What follows belongs to an exercise in optimizing a design on an open flow for small area, a short achievable clock period and few clock cycles; a production flow would make more cautious choices.
Only simulation tests tie the RTL to the original design; equivalence was not proved.
Power and IR drop assume default switching activity.

==> flow/design.v, too long to show whole: its modules and the start of the top module <==
// module thm_ff: 1347 lines
module thm_ff (
    input  wire        clk,
    input  wire        rst,
    input  wire        cmd_valid,
    output wire        cmd_ready,
    input  wire [1:0]  cmd_op,
    input  wire [4:0]  cmd_idx,
    input  wire [15:0] cmd_data,
    input  wire [11:0] cmd_half,
    input  wire [7:0]  cmd_w0,
    input  wire [7:0]  cmd_w1,
    input  wire [7:0]  cmd_w2,
    input  wire [7:0]  cmd_w3,
    input  wire [15:0] cmd_gain,
    input  wire [15:0] cmd_dclk,
    input  wire [15:0] cmd_heat,
    input  wire [15:0] cmd_stamp,
    input  wire [1:0]  cmd_dist,
    input  wire        cmd_last,
    output reg         res_valid,
    output wire [15:0] res_q,
    output wire [15:0] res_ff
);
  // ...
==> flow/run.sh <==
#!/bin/bash
# synth_recipe.tcl (not shown) runs the flow's synth.tcl, then flattens the netlist and writes it again
# the make line also repeats each setting of config.mk as NAME=value (left out here)
make -C /OpenROAD-flow-scripts/flow DESIGN_CONFIG=/design/flow/config.mk WORK_HOME=/design/flow/orfs CLKGATE_MAP_FILE= SYNTH_SCRIPT=/design/flow/synth_recipe.tcl finish
==> flow/config.mk <==
export PLATFORM = sky130hd
export DESIGN_NAME = thm_ff
export DESIGN_NICKNAME = thm_ff
export VERILOG_FILES = /design/flow/design.v
export SDC_FILE = /design/flow/constraint.sdc
export NUM_CORES = 4
export LEC_CHECK = 0
export CAP_MARGIN = 20
export CORE_MARGIN = 2
export CORE_UTILIZATION = 40
export PLACE_DENSITY = 0.6
export SLEW_MARGIN = 20
export SYNTH_MEMORY_MAX_BITS = 8192
==> flow/constraint.sdc <==
create_clock -name core_clock -period 12.0 [get_ports {clk}]
set_input_delay 2.4000 -clock core_clock [delete_from_list [all_inputs] [get_ports {clk}]]
set_output_delay 2.4000 -clock core_clock [all_outputs]
set_load 0.01 [all_outputs]
==> impl_metrics.tcl, run 1 <==
set metrics [dict create \
    outcome "finished clean" \
    postRouteAntennaNets 0 \
    power.net_switching_w 0.006824 \
    yosys-top-cells-area "dfxtp_1, edfxtp_1, fa_1" \
    powerComb_w 0.00709 \
    crit_type "reg -> out" \
    hp-start "rg[21][1]" \
    routed_via_density 5.308 \
    largest_reg_flops 512 \
    syn_area_um2 70700 \
    hp-class "reg -> reg" \
    inverters 608 \
    slew_headroom_pct 19.62 \
    rr_worst_depth 12 \
    routed.top_layer "met4" \
    power.share.clock_pct 27.8 \
    multi_input_area_um2 35280 \
    drv_cap 0 \
    synth_edf_count 262 \
    fin_nets 7944 \
    ys_types 103 \
    hold_depth 0 \
    finalWorstSetupSlack_ps 7585 \
    yosysSeqAreaShare_pct 45.33 \
    switching_share_pct 37.49 \
    synth_compound_area_share_pct 13.34 \
    synth_commonest_cells "dfxtp_1, inv_1, nand2_1" \
    min_to "rg[20][1]" \
    rsz0062_at_grt "no" \
    crit_path_start "u_mc[1]" \
    wl_met2_mm 87.71 \
    power_frac_seq_pct 33.2 \
    drive_gt1_share_pct 6.739 \
    clkSinkCount 1470 \
]
Testbench counts, summed over its fixed seeds: cycles 56,265.
==> inputs of run 2 (changes only) <==
--- a/flow/design.v
+++ b/flow/design.v
@@ -46,42 +46,38 @@
         c_dclk  <= cmd_dclk;
         c_stamp <= cmd_stamp;
         c_heat  <= cmd_heat;
         c_dist  <= cmd_dist;
         c_last  <= cmd_last;
     end
     reg        p_v;
     reg        p_cfg;
-    reg [4:0]  p_idx;
-    reg [15:0] p_data;
-    reg [11:0] p_half;
+    reg [11:0] p_half;                   
     reg [31:0] p_w;
-    reg [15:0] p_gain;
+    reg [15:0] p_gain;                   
     always @(posedge clk) begin
         if (rdy) begin
             p_cfg  <= cmd_op[0];
-            p_idx  <= cmd_idx;
-            p_data <= cmd_data;
-            p_half <= cmd_half;
+            p_half <= cmd_op[0] ? cmd_half : {7'd0, cmd_idx};
             p_w    <= {cmd_w3, cmd_w2, cmd_w1, cmd_w0};
-            p_gain <= cmd_gain;
+            p_gain <= cmd_op[0] ? cmd_gain : cmd_data;
         end
     end
     reg  [2:0]   ph;
     reg  [3:0]   clr_cnt;
     wire         clr = (clr_cnt != 4'd0);
     reg  [15:0]  rg [0:3][0:7];
     wire         ftab_go;
     integer s, k;
     always @(posedge clk) begin
         for (s = 0; s < 4; s = s + 1) begin
             for (k = 0; k < 7; k = k + 1) rg[s][k] <= rg[s][k+1];
-            if (ftab_go && p_idx[4:3] == s)
-                rg[s][7] <= p_data;
+            if (ftab_go && p_half[4:3] == s)
+                rg[s][7] <= p_gain;
             else if (clr)
                 rg[s][7] <= 16'd0;
             else
                 rg[s][7] <= rg[s][0];
         end
     end
     always @(posedge clk) begin
         if (rst_q) begin
@@ -102,137 +98,127 @@
         pa_dist <= c_dist;
         pa_heat <= c_heat;
         pa_a    <= c_dclk - c_stamp;
     end
     reg        d1_v;
     reg        d1_last;
     reg [1:0]  d1_dist;
     reg [15:0] d1_heat;
-    reg        d1_ok;
-    reg [11:0] d1_r;
+    reg [10:0] d1_r;
     reg [1:0]  d1_x;
     reg [1:0]  d1_lb;
-    wire [11:0] pa_r0 = {1'b0, pa_a[14:4]};
-    wire [13:0] g1_t  = {pa_r0[11:0], pa_a[3:2]};
-    wire [14:0] g1_d1 = {1'b0, g1_t} - {3'b0, half};
-    wire [14:0] g1_d2 = {1'b0, g1_t} - {2'b0, half, 1'b0};
-    wire [14:0] g1_d3 = {1'b0, g1_t} - {1'b0, half3};
-    wire [1:0]  g1_q  = !g1_d3[14] ? 2'd3 : !g1_d2[14] ? 2'd2 : !g1_d1[14] ? 2'd1 : 2'd0;
-    wire [11:0] g1_r  = !g1_d3[14] ? g1_d3[11:0] : !g1_d2[14] ? g1_d2[11:0] :
-                         !g1_d1[14] ? g1_d1[11:0] : g1_t[11:0];
+    wire [10:0] pa_r0 = pa_a[14:4];
+    wire [12:0] g1_t  = {pa_r0[10:0], pa_a[3:2]};
+    wire [13:0] g1_d1 = {1'b0, g1_t} - {2'b0, half};
+    wire [13:0] g1_d2 = {1'b0, g1_t} - {1'b0, half, 1'b0};
+    wire [13:0] g1_d3 = {1'b0, g1_t} - {1'b0, half3[12:0]};
+    wire [1:0]  g1_q  = !g1_d3[13] ? 2'd3 : !g1_d2[13] ? 2'd2 : !g1_d1[13] ? 2'd1 : 2'd0;
+    wire [10:0] g1_r  = !g1_d3[13] ? g1_d3[10:0] : !g1_d2[13] ? g1_d2[10:0] :
+                         !g1_d1[13] ? g1_d1[10:0] : g1_t[10:0];
     always @(posedge clk) begin
         d1_v <= pa_v & ~rst_q;
         d1_last <= pa_last;
         d1_dist <= pa_dist;
-        d1_heat <= pa_heat;
-        d1_ok <= ~pa_a[15] && (pa_r0 < half);
+        d1_heat <= (~pa_a[15] && ({1'b0, pa_r0} < half)) ? pa_heat : 16'd0;    
         d1_r  <= g1_r;
         d1_x  <= g1_q;
         d1_lb <= pa_a[1:0];
     end
     reg        d2_v;
     reg        d2_last;
     reg [1:0]  d2_dist;
-    reg        d2_ok;
     reg [15:0] d2_heat;
-    reg [11:0] d2_r;
+    reg [10:0] d2_r;
     reg [3:0]  d2_x;
-    wire [13:0] g2_t  = {d1_r[11:0], d1_lb};
-    wire [14:0] g2_d1 = {1'b0, g2_t} - {3'b0, half};
-    wire [14:0] g2_d2 = {1'b0, g2_t} - {2'b0, half, 1'b0};
-    wire [14:0] g2_d3 = {1'b0, g2_t} - {1'b0, half3};
-    wire [1:0]  g2_q  = !g2_d3[14] ? 2'd3 : !g2_d2[14] ? 2'd2 : !g2_d1[14] ? 2'd1 : 2'd0;
-    wire [11:0] g2_r  = !g2_d3[14] ? g2_d3[11:0] : !g2_d2[14] ? g2_d2[11:0] :
-                         !g2_d1[14] ? g2_d1[11:0] : g2_t[11:0];
+    wire [12:0] g2_t  = {d1_r[10:0], d1_lb};
+    wire [13:0] g2_d1 = {1'b0, g2_t} - {2'b0, half};
+    wire [13:0] g2_d2 = {1'b0, g2_t} - {1'b0, half, 1'b0};
+    wire [13:0] g2_d3 = {1'b0, g2_t} - {1'b0, half3[12:0]};
+    wire [1:0]  g2_q  = !g2_d3[13] ? 2'd3 : !g2_d2[13] ? 2'd2 : !g2_d1[13] ? 2'd1 : 2'd0;
+    wire [10:0] g2_r  = !g2_d3[13] ? g2_d3[10:0] : !g2_d2[13] ? g2_d2[10:0] :
+                         !g2_d1[13] ? g2_d1[10:0] : g2_t[10:0];
     always @(posedge clk) begin
         d2_v <= d1_v & ~rst_q;
         d2_last <= d1_last;
         d2_dist <= d1_dist;
-        d2_ok <= d1_ok;
         d2_heat <= d1_heat;
         d2_r <= g2_r;
         d2_x <= {d1_x, g2_q};
     end
     reg        d3_v;
     reg        d3_last;
     reg [1:0]  d3_dist;
-    reg        d3_ok;
     reg [15:0] d3_heat;
-    reg [11:0] d3_r;
+    reg [10:0] d3_r;
     reg [5:0]  d3_x;
-    wire [13:0] g3_t  = {d2_r[11:0], 2'b00};
-    wire [14:0] g3_d1 = {1'b0, g3_t} - {3'b0, half};
-    wire [14:0] g3_d2 = {1'b0, g3_t} - {2'b0, half, 1'b0};
-    wire [14:0] g3_d3 = {1'b0, g3_t} - {1'b0, half3};
-    wire [1:0]  g3_q  = !g3_d3[14] ? 2'd3 : !g3_d2[14] ? 2'd2 : !g3_d1[14] ? 2'd1 : 2'd0;
-    wire [11:0] g3_r  = !g3_d3[14] ? g3_d3[11:0] : !g3_d2[14] ? g3_d2[11:0] :
-                         !g3_d1[14] ? g3_d1[11:0] : g3_t[11:0];
+    wire [12:0] g3_t  = {d2_r[10:0], 2'b00};
+    wire [13:0] g3_d1 = {1'b0, g3_t} - {2'b0, half};
+    wire [13:0] g3_d2 = {1'b0, g3_t} - {1'b0, half, 1'b0};
+    wire [13:0] g3_d3 = {1'b0, g3_t} - {1'b0, half3[12:0]};
+    wire [1:0]  g3_q  = !g3_d3[13] ? 2'd3 : !g3_d2[13] ? 2'd2 : !g3_d1[13] ? 2'd1 : 2'd0;
+    wire [10:0] g3_r  = !g3_d3[13] ? g3_d3[10:0] : !g3_d2[13] ? g3_d2[10:0] :
+                         !g3_d1[13] ? g3_d1[10:0] : g3_t[10:0];
     always @(posedge clk) begin
         d3_v <= d2_v & ~rst_q;
         d3_last <= d2_last;
         d3_dist <= d2_dist;
-        d3_ok <= d2_ok;
         d3_heat <= d2_heat;
         d3_r <= g3_r;
         d3_x <= {d2_x, g3_q};
     end
     reg        d4_v;
     reg        d4_last;
     reg [1:0]  d4_dist;
-    reg        d4_ok;
     reg [15:0] d4_heat;
-    reg [11:0] d4_r;
+    reg [10:0] d4_r;
     reg [7:0]  d4_x;
-    wire [13:0] g4_t  = {d3_r[11:0], 2'b00};
-    wire [14:0] g4_d1 = {1'b0, g4_t} - {3'b0, half};
-    wire [14:0] g4_d2 = {1'b0, g4_t} - {2'b0, half, 1'b0};
-    wire [14:0] g4_d3 = {1'b0, g4_t} - {1'b0, half3};
-    wire [1:0]  g4_q  = !g4_d3[14] ? 2'd3 : !g4_d2[14] ? 2'd2 : !g4_d1[14] ? 2'd1 : 2'd0;
-    wire [11:0] g4_r  = !g4_d3[14] ? g4_d3[11:0] : !g4_d2[14] ? g4_d2[11:0] :
-                         !g4_d1[14] ? g4_d1[11:0] : g4_t[11:0];
+    wire [12:0] g4_t  = {d3_r[10:0], 2'b00};
+    wire [13:0] g4_d1 = {1'b0, g4_t} - {2'b0, half};
+    wire [13:0] g4_d2 = {1'b0, g4_t} - {1'b0, half, 1'b0};
+    wire [13:0] g4_d3 = {1'b0, g4_t} - {1'b0, half3[12:0]};
+    wire [1:0]  g4_q  = !g4_d3[13] ? 2'd3 : !g4_d2[13] ? 2'd2 : !g4_d1[13] ? 2'd1 : 2'd0;
+    wire [10:0] g4_r  = !g4_d3[13] ? g4_d3[10:0] : !g4_d2[13] ? g4_d2[10:0] :
+                         !g4_d1[13] ? g4_d1[10:0] : g4_t[10:0];
     always @(posedge clk) begin
         d4_v <= d3_v & ~rst_q;
         d4_last <= d3_last;
         d4_dist <= d3_dist;
-        d4_ok <= d3_ok;
         d4_heat <= d3_heat;
         d4_r <= g4_r;
         d4_x <= {d3_x, g4_q};
     end
     reg        d5_v;
     reg        d5_last;
     reg [1:0]  d5_dist;
-    reg        d5_ok;
     reg [15:0] d5_heat;
-    reg [11:0] d5_r;
+    reg [10:0] d5_r;
     reg [9:0]  d5_x;
-    wire [13:0] g5_t  = {d4_r[11:0], 2'b00};
-    wire [14:0] g5_d1 = {1'b0, g5_t} - {3'b0, half};
-    wire [14:0] g5_d2 = {1'b0, g5_t} - {2'b0, half, 1'b0};
-    wire [14:0] g5_d3 = {1'b0, g5_t} - {1'b0, half3};
-    wire [1:0]  g5_q  = !g5_d3[14] ? 2'd3 : !g5_d2[14] ? 2'd2 : !g5_d1[14] ? 2'd1 : 2'd0;
-    wire [11:0] g5_r  = !g5_d3[14] ? g5_d3[11:0] : !g5_d2[14] ? g5_d2[11:0] :
-                         !g5_d1[14] ? g5_d1[11:0] : g5_t[11:0];
+    wire [12:0] g5_t  = {d4_r[10:0], 2'b00};
+    wire [13:0] g5_d1 = {1'b0, g5_t} - {2'b0, half};
+    wire [13:0] g5_d2 = {1'b0, g5_t} - {1'b0, half, 1'b0};
+    wire [13:0] g5_d3 = {1'b0, g5_t} - {1'b0, half3[12:0]};
+    wire [1:0]  g5_q  = !g5_d3[13] ? 2'd3 : !g5_d2[13] ? 2'd2 : !g5_d1[13] ? 2'd1 : 2'd0;
+    wire [10:0] g5_r  = !g5_d3[13] ? g5_d3[10:0] : !g5_d2[13] ? g5_d2[10:0] :
+                         !g5_d1[13] ? g5_d1[10:0] : g5_t[10:0];
     always @(posedge clk) begin
         d5_v <= d4_v & ~rst_q;
         d5_last <= d4_last;
         d5_dist <= d4_dist;
-        d5_ok <= d4_ok;
         d5_heat <= d4_heat;
         d5_r <= g5_r;
         d5_x <= {d4_x, g5_q};
     end
-    wire [13:0] g6_t  = {d5_r[11:0], 2'b00};
-    wire [14:0] g6_d1 = {1'b0, g6_t} - {3'b0, half};
-    wire [14:0] g6_d2 = {1'b0, g6_t} - {2'b0, half, 1'b0};
-    wire [14:0] g6_d3 = {1'b0, g6_t} - {1'b0, half3};
-    wire [1:0]  g6_q  = !g6_d3[14] ? 2'd3 : !g6_d2[14] ? 2'd2 : !g6_d1[14] ? 2'd1 : 2'd0;
-    wire [11:0] g6_r  = !g6_d3[14] ? g6_d3[11:0] : !g6_d2[14] ? g6_d2[11:0] :
-                         !g6_d1[14] ? g6_d1[11:0] : g6_t[11:0];
+    wire [12:0] g6_t  = {d5_r[10:0], 2'b00};
+    wire [13:0] g6_d1 = {1'b0, g6_t} - {2'b0, half};
+    wire [13:0] g6_d2 = {1'b0, g6_t} - {1'b0, half, 1'b0};
+    wire [13:0] g6_d3 = {1'b0, g6_t} - {1'b0, half3[12:0]};
+    wire [1:0]  g6_q  = !g6_d3[13] ? 2'd3 : !g6_d2[13] ? 2'd2 : !g6_d1[13] ? 2'd1 : 2'd0;
+    wire [10:0] g6_r  = !g6_d3[13] ? g6_d3[10:0] : !g6_d2[13] ? g6_d2[10:0] :
+                         !g6_d1[13] ? g6_d1[10:0] : g6_t[10:0];
     reg [14:0] tc0;
     reg [14:0] tc1;
     reg [14:0] tc2;
     reg [14:0] tc3;
     always @(*) begin
         case (d5_x[5:0])
         6'd0: begin tc0 = 15'd0; tc1 = 15'd32591; tc2 = 15'd32414; tc3 = 15'd32238; end
         6'd1: begin tc0 = 15'd32062; tc1 = 15'd31887; tc2 = 15'd31712; tc3 = 15'd31538; end
@@ -300,26 +286,24 @@
         6'd63: begin tc0 = 15'd357; tc1 = 15'd267; tc2 = 15'd178; tc3 = 15'd89; end
         default: begin tc0 = 15'd0; tc1 = 15'd0; tc2 = 15'd0; tc3 = 15'd0; end
         endcase
     end
     wire [14:0] g6_tt = (g6_q == 2'd0) ? tc0 : (g6_q == 2'd1) ? tc1 : (g6_q == 2'd2) ? tc2 : tc3;
     reg        d6_v;
     reg        d6_last;
     reg [1:0]  d6_dist;
-    reg        d6_ok;
     reg [15:0] d6_heat;
     reg [3:0]  d6_e;
     reg        d6_f0;
     reg [14:0] d6_t;
     always @(posedge clk) begin
         d6_v <= d5_v & ~rst_q;
         d6_last <= d5_last;
         d6_dist <= d5_dist;
-        d6_ok <= d5_ok;
         d6_heat <= d5_heat;
         d6_e  <= d5_x[9:6];
         d6_f0 <= (d5_x[5:0] == 6'd0) && (g6_q == 2'd0);
         d6_t  <= g6_tt;
     end
     wire m1c_n1 = (d6_heat[4] & d6_t[0]) ^ (d6_heat[3] & d6_t[1]);
     wire m1c_n2 = (d6_heat[4] & d6_t[0]) & (d6_heat[3] & d6_t[1]);
     wire m1c_n3 = (d6_heat[5] & d6_t[0]) ^ (d6_heat[4] & d6_t[1]) ^ (d6_heat[3] & d6_t[2]);
@@ -441,29 +425,27 @@
     wire m1c_n119 = (d6_heat[15] & d6_t[4]) ^ (d6_heat[14] & d6_t[5]) ^ m1c_n84;
     wire m1c_n120 = ((d6_heat[15] & d6_t[4]) & (d6_heat[14] & d6_t[5])) | (m1c_n84 & ((d6_heat[15] & d6_t[4]) ^ (d6_heat[14] & d6_t[5])));
     wire [21:0] m1c_a = {1'b0, (d6_heat[15] & d6_t[5]), m1c_n118, m1c_n116, m1c_n114, m1c_n112, m1c_n110, m1c_n108, m1c_n106, m1c_n104, m1c_n102, m1c_n100, m1c_n98, m1c_n96, m1c_n94, m1c_n92, m1c_n90, m1c_n88, m1c_n86, (d6_heat[0] & d6_t[2]), (d6_heat[1] & d6_t[0]), (d6_heat[0] & d6_t[0])};
     wire [21:0] m1c_b = {1'b0, m1c_n120, m1c_n119, m1c_n117, m1c_n115, m1c_n113, m1c_n111, m1c_n109, m1c_n107, m1c_n105, m1c_n103, m1c_n101, m1c_n99, m1c_n97, m1c_n95, m1c_n93, m1c_n91, m1c_n89, m1c_n87, m1c_n85, (d6_heat[0] & d6_t[1]), 1'b0};
     wire [6:0] m1_lc = {1'b0, m1c_a[5:0]} + {1'b0, m1c_b[5:0]};
     reg        m1_v;
     reg        m1_last;
     reg [1:0]  m1_dist;
-    reg        m1_ok;
     reg [15:0] m1_heat;
     reg [3:0]  m1_e;
     reg        m1_f0;
     reg [8:0]  m1_t;
     reg [15:0] m1_sa;
     reg [15:0] m1_sb;
     reg        m1_sc;
     always @(posedge clk) begin
         m1_v <= d6_v & ~rst_q;
         m1_last <= d6_last;
         m1_dist <= d6_dist;
-        m1_ok <= d6_ok;
         m1_heat <= d6_heat;
         m1_e <= d6_e;
         m1_f0 <= d6_f0;
         m1_t  <= d6_t[14:6];
         m1_sa <= m1c_a[21:6];
         m1_sb <= m1c_b[21:6];
         m1_sc <= m1_lc[6];
     end
@@ -630,29 +612,27 @@
     wire m2c_n161 = (m1_heat[15] & m1_t[4]) ^ m2c_n122;
     wire m2c_n162 = (m1_heat[15] & m1_t[4]) & m2c_n122;
     wire [20:0] m2c_a = {m2c_n162, m2c_n160, m2c_n158, m2c_n156, m2c_n154, m2c_n152, m2c_n150, m2c_n148, m2c_n146, m2c_n144, m2c_n142, m2c_n140, m2c_n138, m2c_n136, m2c_n134, m2c_n132, m2c_n130, m2c_n128, m2c_n126, m2c_n124, m2c_n85};
     wire [20:0] m2c_b = {1'b0, m2c_n161, m2c_n159, m2c_n157, m2c_n155, m2c_n153, m2c_n151, m2c_n149, m2c_n147, m2c_n145, m2c_n143, m2c_n141, m2c_n139, m2c_n137, m2c_n135, m2c_n133, m2c_n131, m2c_n129, m2c_n127, m2c_n125, m2c_n123};
     wire [5:0] m2_lc = {1'b0, m2c_a[4:0]} + {1'b0, m2c_b[4:0]};
     reg        m2_v;
     reg        m2_last;
     reg [1:0]  m2_dist;
-    reg        m2_ok;
     reg [15:0] m2_heat;
     reg [3:0]  m2_e;
     reg        m2_f0;
     reg [3:0]  m2_t;
     reg [15:0] m2_sa;
     reg [15:0] m2_sb;
     reg        m2_sc;
     always @(posedge clk) begin
         m2_v <= m1_v & ~rst_q;
         m2_last <= m1_last;
         m2_dist <= m1_dist;
-        m2_ok <= m1_ok;
         m2_heat <= m1_heat;
         m2_e <= m1_e;
         m2_f0 <= m1_f0;
         m2_t  <= m1_t[8:5];
         m2_sa <= m2c_a[20:5];
         m2_sb <= m2c_b[20:5];
         m2_sc <= m2_lc[5];
     end
@@ -819,45 +799,43 @@
     wire m3c_n161 = m2_heat[15] ^ m3c_n122;
     wire m3c_n162 = m2_heat[15] & m3c_n122;
     wire [20:0] m3c_a = {m3c_n162, m3c_n160, m3c_n158, m3c_n156, m3c_n154, m3c_n152, m3c_n150, m3c_n148, m3c_n146, m3c_n144, m3c_n142, m3c_n140, m3c_n138, m3c_n136, m3c_n134, m3c_n132, m3c_n130, m3c_n128, m3c_n126, m3c_n124, m3c_n85};
     wire [20:0] m3c_b = {1'b0, m3c_n161, m3c_n159, m3c_n157, m3c_n155, m3c_n153, m3c_n151, m3c_n149, m3c_n147, m3c_n145, m3c_n143, m3c_n141, m3c_n139, m3c_n137, m3c_n135, m3c_n133, m3c_n131, m3c_n129, m3c_n127, m3c_n125, m3c_n123};
     wire [5:0] m3_lc = {1'b0, m3c_a[4:0]} + {1'b0, m3c_b[4:0]};
     reg        m3_v;
     reg        m3_last;
     reg [1:0]  m3_dist;
-    reg        m3_ok;
     reg [3:0]  m3_e;
     reg        m3_f0;
     reg [15:0] m3_heat;
     reg [15:0] m3_sa;
     reg [15:0] m3_sb;
     reg        m3_sc;
     always @(posedge clk) begin
         m3_v <= m2_v & ~rst_q;
         m3_last <= m2_last;
         m3_dist <= m2_dist;
-        m3_ok <= m2_ok;
         m3_e <= m2_e;
         m3_f0 <= m2_f0;
         m3_heat <= m2_heat;
         m3_sa <= m3c_a[20:5];
         m3_sb <= m3c_b[20:5];
         m3_sc <= m3_lc[5];
     end
     wire [15:0] m3_hm = m3_f0 ? m3_heat : (m3_sa + m3_sb + {15'd0, m3_sc});
     reg  [7:0]  m3_w;
     always @(*) begin
         case (m3_dist)
         2'd0: m3_w = w0;
         2'd1: m3_w = w1;
         2'd2: m3_w = w2;
         default: m3_w = w3;
         endcase
-        if (!m3_ok || !m3_v) m3_w = 8'd0;
+        if (!m3_v) m3_w = 8'd0;
     end
     reg        sh_v, sh_last;
     reg [15:0] sh_h;
     reg [7:0]  sh_w;
     always @(posedge clk) begin
         sh_v    <= m3_v & ~rst_q;
         sh_last <= m3_last;
         sh_h    <= m3_hm >> m3_e;
@@ -1213,17 +1191,22 @@
             nz  = ~((m1 & m0 & mb) | (~m1 & ~m0 & ~mb));
             mag = two ? {mc[16], mc, 1'b0} : {mc[16], mc[16], mc};
             bpp = nz ? {mag ^ {19{neg}}, neg} : 20'd0;
         end
     endfunction
     wire signed [18:0] b_sum = u_acc + u_ppx + {18'd0, u_ppc};
     wire [16:0] sub_d = u_mc - {1'b0, u_lo};
     wire [17:0] base  = {2'b0, u_lo} + {u_acc[16:0], u_m[17]};    
-    wire [16:0] dev   = {~base[15], ~base[15], base[14:0]};    
+    wire [16:0] dev   = {~base[15], ~base[15], base[14:0]};         
+    wire        bp_st  = (fst == F_SUB);
+    wire        bp_dv  = (fst == F_DEV);
+    wire [16:0] bp_mc  = bp_st ? sub_d : bp_dv ? dev : u_mc;
+    wire [2:0]  bp_m   = bp_st ? {u_m[1:0], 1'b0} : bp_dv ? {gain[1:0], 1'b0} : u_m[3:1];
+    wire [19:0] bp_v   = bpp(bp_m[2], bp_m[1], bp_m[0], bp_mc);
     wire signed [24:0] ffv = {u_acc, u_m[17:12]};                 
     wire signed [25:0] ffr = 26'sd32768 + ffv;
     always @(posedge clk) begin
         res_valid <= 1'b0;
         if (rst_q) begin
             fst <= F_IDLE;
         end else begin
             case (fst)
@@ -1231,40 +1214,40 @@
                 u_q   <= hq;
                 u_lo  <= rd_lo;
                 u_mc  <= {1'b0, rd_hi};
                 u_m   <= {7'd0, hq[10:0]};
                 fst   <= F_SUB;
             end
             F_SUB: begin
                 u_mc  <= sub_d;
-                {u_ppx, u_ppc} <= bpp(u_m[1], u_m[0], 1'b0, sub_d);
+                {u_ppx, u_ppc} <= bp_v;
                 u_acc <= 19'sd0;
                 fcn   <= 4'd5;
                 fst   <= F_MUL1;
             end
             F_MUL1: begin
                 u_acc <= b_sum >>> 2;
                 u_m   <= {b_sum[1:0], u_m[17:2]};
-                {u_ppx, u_ppc} <= bpp(u_m[3], u_m[2], u_m[1], u_mc);
+                {u_ppx, u_ppc} <= bp_v;
                 fcn   <= fcn - 4'd1;
                 if (fcn == 4'd0) fst <= F_DEV;
             end
             F_DEV: begin
                 u_mc  <= dev;
-                {u_ppx, u_ppc} <= bpp(gain[1], gain[0], 1'b0, dev);
+                {u_ppx, u_ppc} <= bp_v;
                 u_acc <= 19'sd0;
                 u_m   <= {2'd0, gain};
                 fcn   <= 4'd8;
                 fst   <= F_MUL2;
             end
             F_MUL2: begin
                 u_acc <= b_sum >>> 2;
                 u_m   <= {b_sum[1:0], u_m[17:2]};
-                {u_ppx, u_ppc} <= bpp(u_m[3], u_m[2], u_m[1], u_mc);
+                {u_ppx, u_ppc} <= bp_v;
                 fcn   <= fcn - 4'd1;
                 if (fcn == 4'd0) fst <= F_OUT;
             end
             F_OUT: begin
                 u_mc      <= ffr[25] ? 17'd0 : (ffr[24:16] != 9'd0) ? 17'hFFFF : {1'b0, ffr[15:0]};
                 res_valid <= ~rst;
                 fst       <= F_IDLE;
             end
@@ -1282,28 +1265,28 @@
     reg        g_pend;
     reg  [2:0] g_cnt;
     reg  [15:0] gain_nx;
     wire [2:0] n_dev_o = n_dev - {2'd0, dev_ev};               
     wire [2:0] n_dev_n = n_dev_o + {2'd0, take_last};
     wire pipe_busy = c_v | pa_v | d1_v | d2_v | d3_v | d4_v | d5_v | d6_v | m1_v | m2_v | m3_v | sh_v | fin_v;
     wire w_busy    = c_v | pa_v | d1_v | d2_v | d3_v | d4_v | d5_v | d6_v | m1_v | m2_v;
     wire f_rd      = !pipe_busy && fcnt == 2'd0;
-    assign ftab_go = p_v && !p_cfg && f_rd && ph == p_idx[2:0];
+    assign ftab_go = p_v && !p_cfg && f_rd && ph == p_half[2:0];
     wire   cfg_go  = p_v &&  p_cfg && !w_busy && !g_pend;
     wire   p_go    = ftab_go | cfg_go;
     wire   p_v_n   = take_tc | (p_v & ~p_go);
     wire   g_done  = g_pend && dev_ev && g_cnt == 3'd1;
     wire pipe_busy_n = c_v | pa_v | d1_v | d2_v | d3_v | d4_v | d5_v | d6_v | m1_v | m2_v | m3_v | (sh_v & sh_last);
     wire w_busy_n    = c_v | pa_v | d1_v | d2_v | d3_v | d4_v | d5_v | d6_v | m1_v;
     wire [1:0] fcnt_n = fcnt + {1'd0, fin_v} - {1'd0, f_pop};
     wire f_rd_n    = !pipe_busy_n && fcnt == 2'd0 && !fin_v;
     wire f_gn_n    = !w_busy_n && !(g_pend && !g_done);
     wire [2:0] ph_n  = ph + 3'd1;
-    wire go_p      = p_cfg ? f_gn_n : (f_rd_n && ph_n == p_idx[2:0]);
+    wire go_p      = p_cfg ? f_gn_n : (f_rd_n && ph_n == p_half[2:0]);
     wire rn_keep   = (~p_v | p_go | go_p) & (nseg < FQ);          
     wire rn_last   = (~p_v | p_go | go_p) & (nseg < FQ - 1);      
     wire rn_cfg    = f_gn_n & (nseg < FQ);                        
     wire rn_ftab   = f_rd_n & (nseg < FQ);                        
     wire rdy_n     = ~rst & (!take ? rn_keep :
                              cmd_op[1] ? (cmd_last ? rn_last : rn_keep) :
                              cmd_op[0] ? rn_cfg : (rn_ftab & (ph_n == cmd_idx[2:0])));
     always @(posedge clk) begin
==> flow/flow/run.sh (new file) <==
#!/bin/bash
# The standard layout (the standard.sh: standard synthesis, floorplan,
# placement, CTS, routing) with a larger setup slack margin for ORFS's timing
# repair, so that repair_timing sizes and buffers the design towards a
# shorter period than the 12 ns clock asks for. The SDC is not changed.
set -euo pipefail
MARGIN=$(cat flow/margin.txt)
bash standard.sh SETUP_SLACK_MARGIN=$MARGIN finish > standard.log 2>&1
==> flow/flow/margin.txt (new file) <==
8.5
==> flow/standard.sh (new file) <==
#!/bin/bash
# synth_recipe.tcl (not shown) runs the flow's synth.tcl, then flattens the netlist and writes it again
# the make line also repeats each setting of config.mk as NAME=value (left out here)
make -C /OpenROAD-flow-scripts/flow DESIGN_CONFIG=/design/flow/config.mk WORK_HOME=/design/flow/orfs CLKGATE_MAP_FILE= SYNTH_SCRIPT=/design/flow/synth_recipe.tcl "${@:-finish}"
removed: flow/run.sh
==> impl_metrics.tcl, run 2 <==
set metrics [dict create \
    outcome "finished clean" \
    synth_most_common_cell "dfxtp_1" \
    synth_commonest_cells "dfxtp_1, inv_1, nand2_1" \
    hold_violations 0 \
    power.net_switching_w 0.005696 \
    post-route-min-period_ps 3918 \
    slew_headroom_pct 25.24 \
    ys_types 100 \
    crit_type "reg -> out" \
    rrSetupSlack_ps 8300 \
    postRouteAntennaNets 0 \
    max_stage_delay_ps 490 \
    timing.rr.end "u_ppx[16]" \
    ys_ff_latch 1434 \
    final_cell_mix "dfxtp_1, inv_1, nand2_1" \
    antenna_found_initial 2 \
    clkTransAtPathRegs_ps 70 \
    synth_edf_count 241 \
    synthArstFlopShare_pct 0 \
    synth.top_cell.area_share_pct 34.71 \
    cts_root_buf "clkbuf_16" \
    syn_avg_cell_area_um2 10.31 \
    initial_core_util_pct 40.16 \
    worst-path-buf-inv 1 \
    die_y_um 418.8 \
    rr_worst_depth 15 \
    setup_tns_ps 0 \
    dr.pass1.iters 5 \
    critPathTopFamily "flip-flops" \
    hp-start "c_heat[13]" \
    io_buffers 170 \
    postLayoutCoreUtil_pct 46.48 \
    cp_slowest_cell "edfxtp_1" \
    yosys.area.top_type "dfxtp_1" \
    wirelength_mm 183.1 \
    vias 48320 \
    slew_violations 0 \
    top_regs "rg (512), fq (48), p_w (32)" \
    layout_commonest_cell "dfxtp_1" \
    syn_to_final_growth_pct 15.75 \
    ir_drop_uv 165.1 \
    die-area_um2 175400 \
    first_iter_violations 3424 \
    skew_ps 76.44 \
    rsz0062_at_grt "yes" \
    synth_flop_cell "dfxtp_1" \
    yosysSeqAreaShare_pct 45.23 \
    cts_tree "yes" \
    end_kind "output port" \
    synthCells 6674 \
    power_frac_seq_pct 36.3 \
    clk_latency_ps 830 \
    core_area_um2 171400 \
    final-setup-viol-count 0 \
    drv_cap 0 \
    grt_pass1_wl_mm 282.4 \
    core.rowCount 152 \
    yosys-top-cells-area "dfxtp_1, edfxtp_1, fa_1" \
    largest_reg_flops 512 \
    dpl.hpwl_mm 129.0 \
    post-route-drc-count 0 \
    p_leak_nw 33.10 \
    min_to "pa_heat[13]" \
    wl_per_cell_um 19.64 \
    hp-class "reg -> reg" \
    worstReg2RegStart "u_mc[0]" \
    io_pins 171 \
    synth_warnings 5 \
    htree_levels 4 \
    period_share_pct 32.65 \
    drive_gt1_share_pct 10.19 \
    chipWidth_um 418.8 \
    comb_power_share_pct 32.8 \
    cp.arrival_ps 1520 \
    fin_nets 7785 \
    hold_depth 0 \
    grt_max_degree 86 \
    routabilityCongestion 0.9661 \
    top_register "rg" \
    required_ps 9600 \
    worst_slew_pin_slew_ps 1117 \
    syn_area_um2 68810 \
    crit_path_start "u_q[13]" \
    synthesis.nets 7579 \
    switching_share_pct 35.49 \
    crit_chain "buf_2" \
    p_per_area_nw_per_um2 201.5 \
    overflow 0 \
    cp_max_fo 1 \
    clkSinkCount 1434 \
    grt_pass1_vias 48640 \
    routed_via_density 5.184 \
    fmax_mhz 255.2 \
    cts_hold_buffers 0 \
    p_int_w 0.01035 \
    power.share.clock_pct 30.9 \
    cts_buffers 152 \
    cts_buffer_depth 3 \
    cp-start-kind "register" \
    grt_use_total_pct 20.69 \
]
==> run 2: cell count changes after synthesis, moves of 24 or more <==
cell	previous run	this run
a21oi_1	387	346
mux2i_1	71	95
xnor2_1	139	110
o21ai_0	300	341
nor2_1	430	369
nand3_1	108	63
o21ai_1	55	31
a22oi_1	40	5
==> run 2: worst max-delay path by stage <==
stage                 to  slack, ps  cells after the start
6_report       res_q[13]       8080                      1
2_1_floorplan    nseg[1]       8170                      7
4_1_cts        res_q[13]       8000                      1
3_5_place_dp     nseg[1]       7420                      9
3_3_place_gp     nseg[2]       7360                     10
5_1_grt        res_q[13]       8020                      1
==> run 2: power groups by stage <==
| stage | combinational, W | sequential, W | clock (W) |
|---|---|---|---|
| after global routing | 0.00582 | 0.00588 | 0.00529 |
| after global placement | 0.00488 | 0.00594 | 0 |
| final | 0.00526 | 0.00583 | 0.00496 |
| after floorplan | 0.00374 | 0.00562 | 0 |
| after CTS | 0.00503 | 0.00583 | 0.00509 |
| after detailed placement | 0.00494 | 0.00594 | 0 |
==> run 2: stage by stage <==
stage,hold WS [ps],std cells,area [um2],power [W],setup WS (ps)
CTS,247.7,9272,78860,0.01595,8000
floorplan,309.6,6674,68830,0.009359,8168
global placement,309.7,8937,72820,0.01082,7358
global route,254.4,9320,79640,0.01698,8017
finish,249.2,9322,79650,0.01605,8082
detailed placement,312.1,8937,72850,0.01088,7424
==> run 2: metal layers <==
| metal | share of wire, % | GRT usage, % | vias to the layer above |
|---|---|---|---|
| li1 | - | - | 23150 |
| met1 | 45 | 27.41 | 23630 |
| met2 | 47 | 34.38 | 1198 |
| met3 | 4.9 | 3.107 | 346 |
| met4 | 3.3 | 7.257 | 0 |
| met5 | 0 | 0 | - |
==> run 2: logic make-up after synthesis <==
logic type | synth area share (%)
buf+inv | 4.939
fa+ha+maj | 17.69
compound gates | 13.09
flops | 45.23
simple gates | 13.23
mux | 3.526
xor+xnor | 2.304
==> run 2: cell type report <==
cell class | instances | area [um2]
tap | 2310 | 2890
clock buffer | 218 | 4439
fill | 15870 | 91710
antenna | 2 | 5.005
timing repair buffer | 329 | 2954
multi-input combinational | 4365 | 34860
sequential | 1434 | 31150
clock inverter | 66 | 1070
inverter | 598 | 2276
==> run 2: timing repair <==
item,CTS,global route
setup buffers,48,43
endpoints found under the setup margin,237,201
resized for setup,192,95
pin swaps,11,28
cloned,3,3
Testbench counts of run 2, summed over its fixed seeds: cycles 56,265.
==> inputs of run 3 (changes only) <==
==> flow/flow/margin.txt (replaced) <==
9.0
--- a/flow/config.mk
+++ b/flow/config.mk
@@ -7,7 +7,7 @@
 export LEC_CHECK = 0
 export CAP_MARGIN = 20
 export CORE_MARGIN = 2
-export CORE_UTILIZATION = 40
-export PLACE_DENSITY = 0.6
+export CORE_UTILIZATION = 60
+export PLACE_DENSITY = 0.75
 export SLEW_MARGIN = 20
 export SYNTH_MEMORY_MAX_BITS = 8192
==> impl_metrics.tcl, run 3 <==
set metrics [dict create \
    power_frac_seq_pct 34.0 \
    final_cell_mix "dfxtp_1, nand2_1, inv_1" \
    fin_nets 7992 \
    io_buffers 170 \
    grt_use_total_pct 31.50 \
    power.total_w 0.01718 \
    placed_area_um2 71960 \
    final-setup-viol-count 0 \
    hp-class "reg -> reg" \
    p_leak_nw 34.80 \
    outcome "finished clean" \
    p_per_area_nw_per_um2 206.3 \
    cts_tree "yes" \
    synthArstFlopShare_pct 0 \
    worst-path-buf-inv 1 \
    syn_to_final_growth_pct 21.02 \
    syn_area_um2 68810 \
    cp.arrival_ps 1440 \
    cp_max_fo 2 \
    overflow 0 \
    power.share.clock_pct 27.6 \
    ir_drop_uv 194.9 \
    post-route-drc-count 0 \
    clkTransAtPathRegs_ps 70 \
    ys_types 100 \
    power.net_switching_w 0.006255 \
    largest_reg_flops 512 \
    yosys.area.top_type "dfxtp_1" \
    cp_slowest_cell "edfxtp_1" \
    clk_latency_ps 800 \
    comb_power_share_pct 38.4 \
    wirelength_mm 192.4 \
    io_pins 171 \
    synthesis.nets 7579 \
    fmax_mhz 260.3 \
    setup_tns_ps 0 \
    switching_share_pct 36.41 \
    slew_headroom_pct 16.36 \
    layout_commonest_cell "dfxtp_1" \
    critPathTopFamily "flip-flops" \
    top_regs "rg (512), fq (48), p_w (32)" \
    routabilityCongestion 0.9794 \
    max_stage_delay_ps 470 \
    synth_edf_count 241 \
    drv_cap 0 \
    worst_slew_pin_slew_ps 1253 \
    synth_flop_cell "dfxtp_1" \
    post-route-min-period_ps 3841 \
    core.rowCount 124 \
    required_ps 9600 \
    fillCellCount 7606 \
    synth.top_cell.area_share_pct 34.71 \
    dpl.hpwl_mm 120.9 \
    core_area_um2 114000 \
    synth_most_common_cell "dfxtp_1" \
    synth_warnings 5 \
    crit_chain "buf_2" \
    htree_levels 4 \
    die_y_um 342.7 \
    synthCells 6674 \
    p_int_w 0.01092 \
    grt_max_degree 105 \
    dr.pass1.iters 7 \
    wl_per_cell_um 22.07 \
    syn_avg_cell_area_um2 10.31 \
    die-area_um2 117400 \
    pre_cts_slack_ps 7437 \
    period_share_pct 32.01 \
    crit_type "reg -> out" \
    hold_violations 0 \
    yosysSeqAreaShare_pct 45.23 \
    routed_via_density 5.935 \
    first_iter_violations 4633 \
    grt_pass1_vias 51480 \
    chipWidth_um 342.7 \
    synth_commonest_cells "dfxtp_1, inv_1, nand2_1" \
    cp-start-kind "register" \
    cts_buffers 143 \
    end_kind "output port" \
    slew_violations 0 \
    skew_ps 62.51 \
    cts_buffer_depth 3 \
    finalWorstSetupSlack_ps 8159 \
    top_register "rg" \
    drive_gt1_share_pct 19.27 \
    cts_root_buf "clkbuf_16" \
    yosys-top-cells-area "dfxtp_1, edfxtp_1, fa_1" \
    postRouteAntennaNets 0 \
    rsz0062_at_grt "yes" \
    grt_pass1_wl_mm 288.6 \
    vias 51760 \
    initial_core_util_pct 60.34 \
    ys_ff_latch 1434 \
    finalInstanceArea_um2 83270 \
    antenna_found_initial 9 \
    clkSinkCount 1434 \
]
[run 3: layout make-up]
cell class                      count  area [um2]  area share, %
Tap cell                         1512        1892          2.272
Sequential cell                  1434       31240          37.51
Inverter                          598        2303          2.766
Antenna cell                        1       2.502       0.003005
Timing Repair Buffer              537        5209          6.255
Multi-Input combinational cell   4373       37550          45.09
Clock buffer                      186        4049          4.862
Clock inverter                     80        1027          1.234
[run 3: kinds of logic after synthesis]
family / Yosys count / share of synthesized area [%]
compound gates: 1389 / 13.09
xor+xnor: 181 / 2.304
fa+ha+maj: 768 / 17.69
buf+inv: 878 / 4.939
flops: 1434 / 45.23
mux: 178 / 3.526
simple gates: 1846 / 13.23
[run 3: power groups by stage]
stage	clock network, W	registers, W	logic, W
2_1_floorplan	0	0.00562	0.00375
3_3_place_gp	0	0.00588	0.00483
3_5_place_dp	0	0.00589	0.00492
4_1_cts	0.00479	0.00581	0.00562
5_1_grt	0.00498	0.00589	0.00710
6_report	0.00473	0.00584	0.00660
[run 3: worst paths after layout]
path	from	to	slack (ps)	cells after the start
max	u_mc[3]	res_ff[3]	8160	1
min	d4_dist[0]	d5_dist[0]	290	0
min reg2reg	d4_dist[0]	d5_dist[0]	290	0
max reg2reg	u_mc[5]	u_ppx[16]	8390	12
[run 3: what timing repair did]
item	CTS	global route
endpoints found under the hold margin	0	0
setup endpoints to repair	422	408
pin swaps	152	238
cloned	16	7
gates resized for setup	605	441
buffers inserted	188	108
hold buffers	0	0
[run 3: metal layers]
metal | up-vias | global-route usage, % | wire [um]
met1 | 25310 | 41.28 | 77960
met2 | 2216 | 50.58 | 88400
li1 | 23600 | - | -
met5 | - | 0 | 51
met3 | 624 | 6.322 | 16090
met4 | 8 | 14.35 | 9925
[run 3: per-stage QoR]
| stage | hold WS [ps] | instances | util (%) |
|---|---|---|---|
| after floorplan | 309.6 | 6674 | - |
| after global placement | 309.7 | 8134 | 63.11 |
| after detailed placement | 312.1 | 8134 | 63.11 |
| after CTS | 299.8 | 8604 | 70.58 |
| after global routing | 319.3 | 8720 | 73.02 |
| final | 293.0 | 8721 | 73.02 |
==> inputs of run 4 (changes only) <==
==> flow/flow/margin.txt (replaced) <==
8.5
==> impl_metrics.tcl, run 4 <==
set metrics [dict create \
    outcome "finished clean" \
    rsz0062_at_grt "yes" \
    required_ps 9600 \
    postRouteAntennaNets 0 \
    cp_max_fo 2 \
    antenna_found_initial 7 \
    end_kind "output port" \
    worst-path-buf-inv 1 \
    top_regs "rg (512), fq (48), p_w (32)" \
    p_leak_nw 32.92 \
    ys_types 100 \
    pre_cts_slack_ps 7450 \
    io_pins 171 \
    clkTransAtPathRegs_ps 60 \
    synth_warnings 5 \
    htree_levels 4 \
    drv_cap 0 \
    cts_buffer_depth 3 \
    io_buffers 170 \
    dp_cells 8136 \
    rrSetupSlack_ps 8500 \
    wirelength_mm 176.5 \
    grt_use_total_pct 29.88 \
    first_iter_violations 4293 \
    die_y_um 342.7 \
    syn_area_um2 68810 \
    yosysSeqAreaShare_pct 45.23 \
    synth_edf_count 241 \
    finalWorstSetupSlack_ps 8177 \
    die-area_um2 117400 \
    vias 49540 \
    skew_ps 47.16 \
    synth.top_cell.area_share_pct 34.71 \
    syn_avg_cell_area_um2 10.31 \
    rr_worst_depth 19 \
    slew_headroom_pct 26.06 \
    yosys-top-cells-area "dfxtp_1, edfxtp_1, fa_1" \
    hold_depth 0 \
    grt_max_degree 96 \
    crit_type "reg -> out" \
    dr.pass1.iters 7 \
    grt_pass1_vias 49570 \
    drive_gt1_share_pct 10.13 \
    chipWidth_um 342.7 \
    synth_most_common_cell "dfxtp_1" \
    dpl.hpwl_mm 121.8 \
    routabilityCongestion 0.9606 \
    post-route-drc-count 0 \
    crit_chain "buf_6" \
    initial_core_util_pct 60.34 \
    synthesis.nets 7579 \
    syn_to_final_growth_pct 13.55 \
    fmax_mhz 261.5 \
    final-setup-viol-count 0 \
    synthCells 6674 \
    cts_tree "yes" \
    yosys.area.top_type "dfxtp_1" \
    path_depth 1 \
    grt_pass1_wl_mm 275.2 \
    p_per_area_nw_per_um2 199.7 \
    core.rowCount 124 \
    hold_violations 0 \
    ir_drop_uv 160.3 \
    post-route-min-period_ps 3823 \
    final_cells 8512 \
    cp-start-kind "register" \
    period_share_pct 31.86 \
    max_stage_delay_ps 480 \
    ys_ff_latch 1434 \
    clkSinkCount 1434 \
    fin_nets 7786 \
    cts_root_buf "clkbuf_16" \
    routed_via_density 5.820 \
    layout_commonest_cell "dfxtp_1" \
    wl_per_cell_um 20.73 \
    critPathTopFamily "flip-flops" \
    clk_latency_ps 770 \
    top_register "rg" \
    core_area_um2 114000 \
    overflow 0 \
    synth_flop_cell "dfxtp_1" \
    cp.arrival_ps 1420 \
    slew_violations 0 \
    largest_reg_flops 512 \
    setup_tns_ps 0 \
    cts_buffers 142 \
    final_cell_mix "dfxtp_1, inv_1, nand2_1" \
    synthArstFlopShare_pct 0 \
    hold_slack_ps 292.6 \
    cp_slowest_cell "edfxtp_1" \
    synth_commonest_cells "dfxtp_1, inv_1, nand2_1" \
    hp-class "reg -> reg" \
    worst_slew_pin_slew_ps 1105 \
]
[run 4: what timing repair did]
item,4_1_cts,5_1_grt
buffers inserted,57,51
cloned,4,1
endpoints found under the setup margin,304,248
pin swaps,34,37
hold buffers,0,0
gates resized for setup,198,94
[run 4: cell families after synthesis]
family	after synthesis	synth area share [%]
fa+ha+maj	768	17.69
flops	1434	45.23
buf+inv	878	4.939
mux	178	3.526
xor+xnor	181	2.304
compound gates	1389	13.09
simple gates	1846	13.23
[run 4: final cells by class]
type                       count  area, um2
multi-input combinational   4366      34880
antenna                        1      2.502
sequential                  1434      31140
timing repair buffer         339       2997
tap                         1512       1892
clock inverter                74      955.9
inverter                     598       2275
clock buffer                 188       3981
fill                        8403      35900
[run 4: layer usage]
layer | up-vias | track usage (%) | part of all wire, %
met3 | 443 | 5.768 | 8.2
met1 | 23940 | 40.22 | 42
met4 | 2 | 12.16 | 4.2
met2 | 1996 | 47.60 | 45
li1 | 23150 | - | -
met5 | - | 0 | 0.011
[run 4: path summary, 6_finish.rpt]
kind	startpoint	endpoint
max	u_mc[12]	res_ff[12]
min	d3_x[4]	d4_x[6]
max reg2reg	u_mc[0]	u_mc[16]
min reg2reg	d3_x[4]	d4_x[6]
[run 4: through the flow]
step           utilization [%]  cell area [um2]  power, W
6_report                 68.52            78130   0.01560
5_1_grt                  68.51            78130   0.01643
4_1_cts                  67.82            77330   0.01548
3_5_place_dp             62.96            71800   0.01079
3_3_place_gp             62.96            71790   0.01071
2_1_floorplan                -            68830  0.009359
[run 4: where the power goes]
group / internal [W] / switching (W) / leakage (nW) / total [W]
clock network: 0.00260 / 0.00198 / 2.40 / 0.00458
logic: 0.00212 / 0.00306 / 18.5 / 0.00518
registers: 0.00531 / 0.000526 / 12.0 / 0.00584

==> what the ideal ports hide <==
How much do the figures lean on ideal ports? The routed layouts below were timed once more, with nothing changed but the port constraints. Step 1 sets driving cells, clkbuf_16 on the clock port and buf_2 on the other inputs (assumed; they add their load-dependent delay and slew). Step 2 adds t to the input delays and takes it off the output delays; t is the mean of the earliest and latest rising clock arrival at the registers after step 1. Input paths then give back, and output paths get back, about the clock's delay inside the block. Slacks: no drivers / after step 1 / after step 2; pairs: no drivers / after step 1.
run	shift t [ns]	setup slack, ns	latest minus earliest clock arrival (ns)	worst data-port slew with drivers (ns)	pins driven straight from the clock port
run 1	0.861	7.585 / 7.503 / 7.453	0.044 / 0.044	0.07	1
run 2	0.877	8.082 / 7.997 / 7.733	0.087 / 0.087	0.10	1
run 3	0.842	8.159 / 8.083 / 7.984	0.063 / 0.063	0.19	1
run 4	0.822	8.177 / 8.101 / 7.792	0.050 / 0.049	0.05	1
After both steps every run listed still meets setup and hold. For run 4, which loses most, drivers alone change the setup slack by -0.076 ns; drivers and shift together by -0.385 ns.
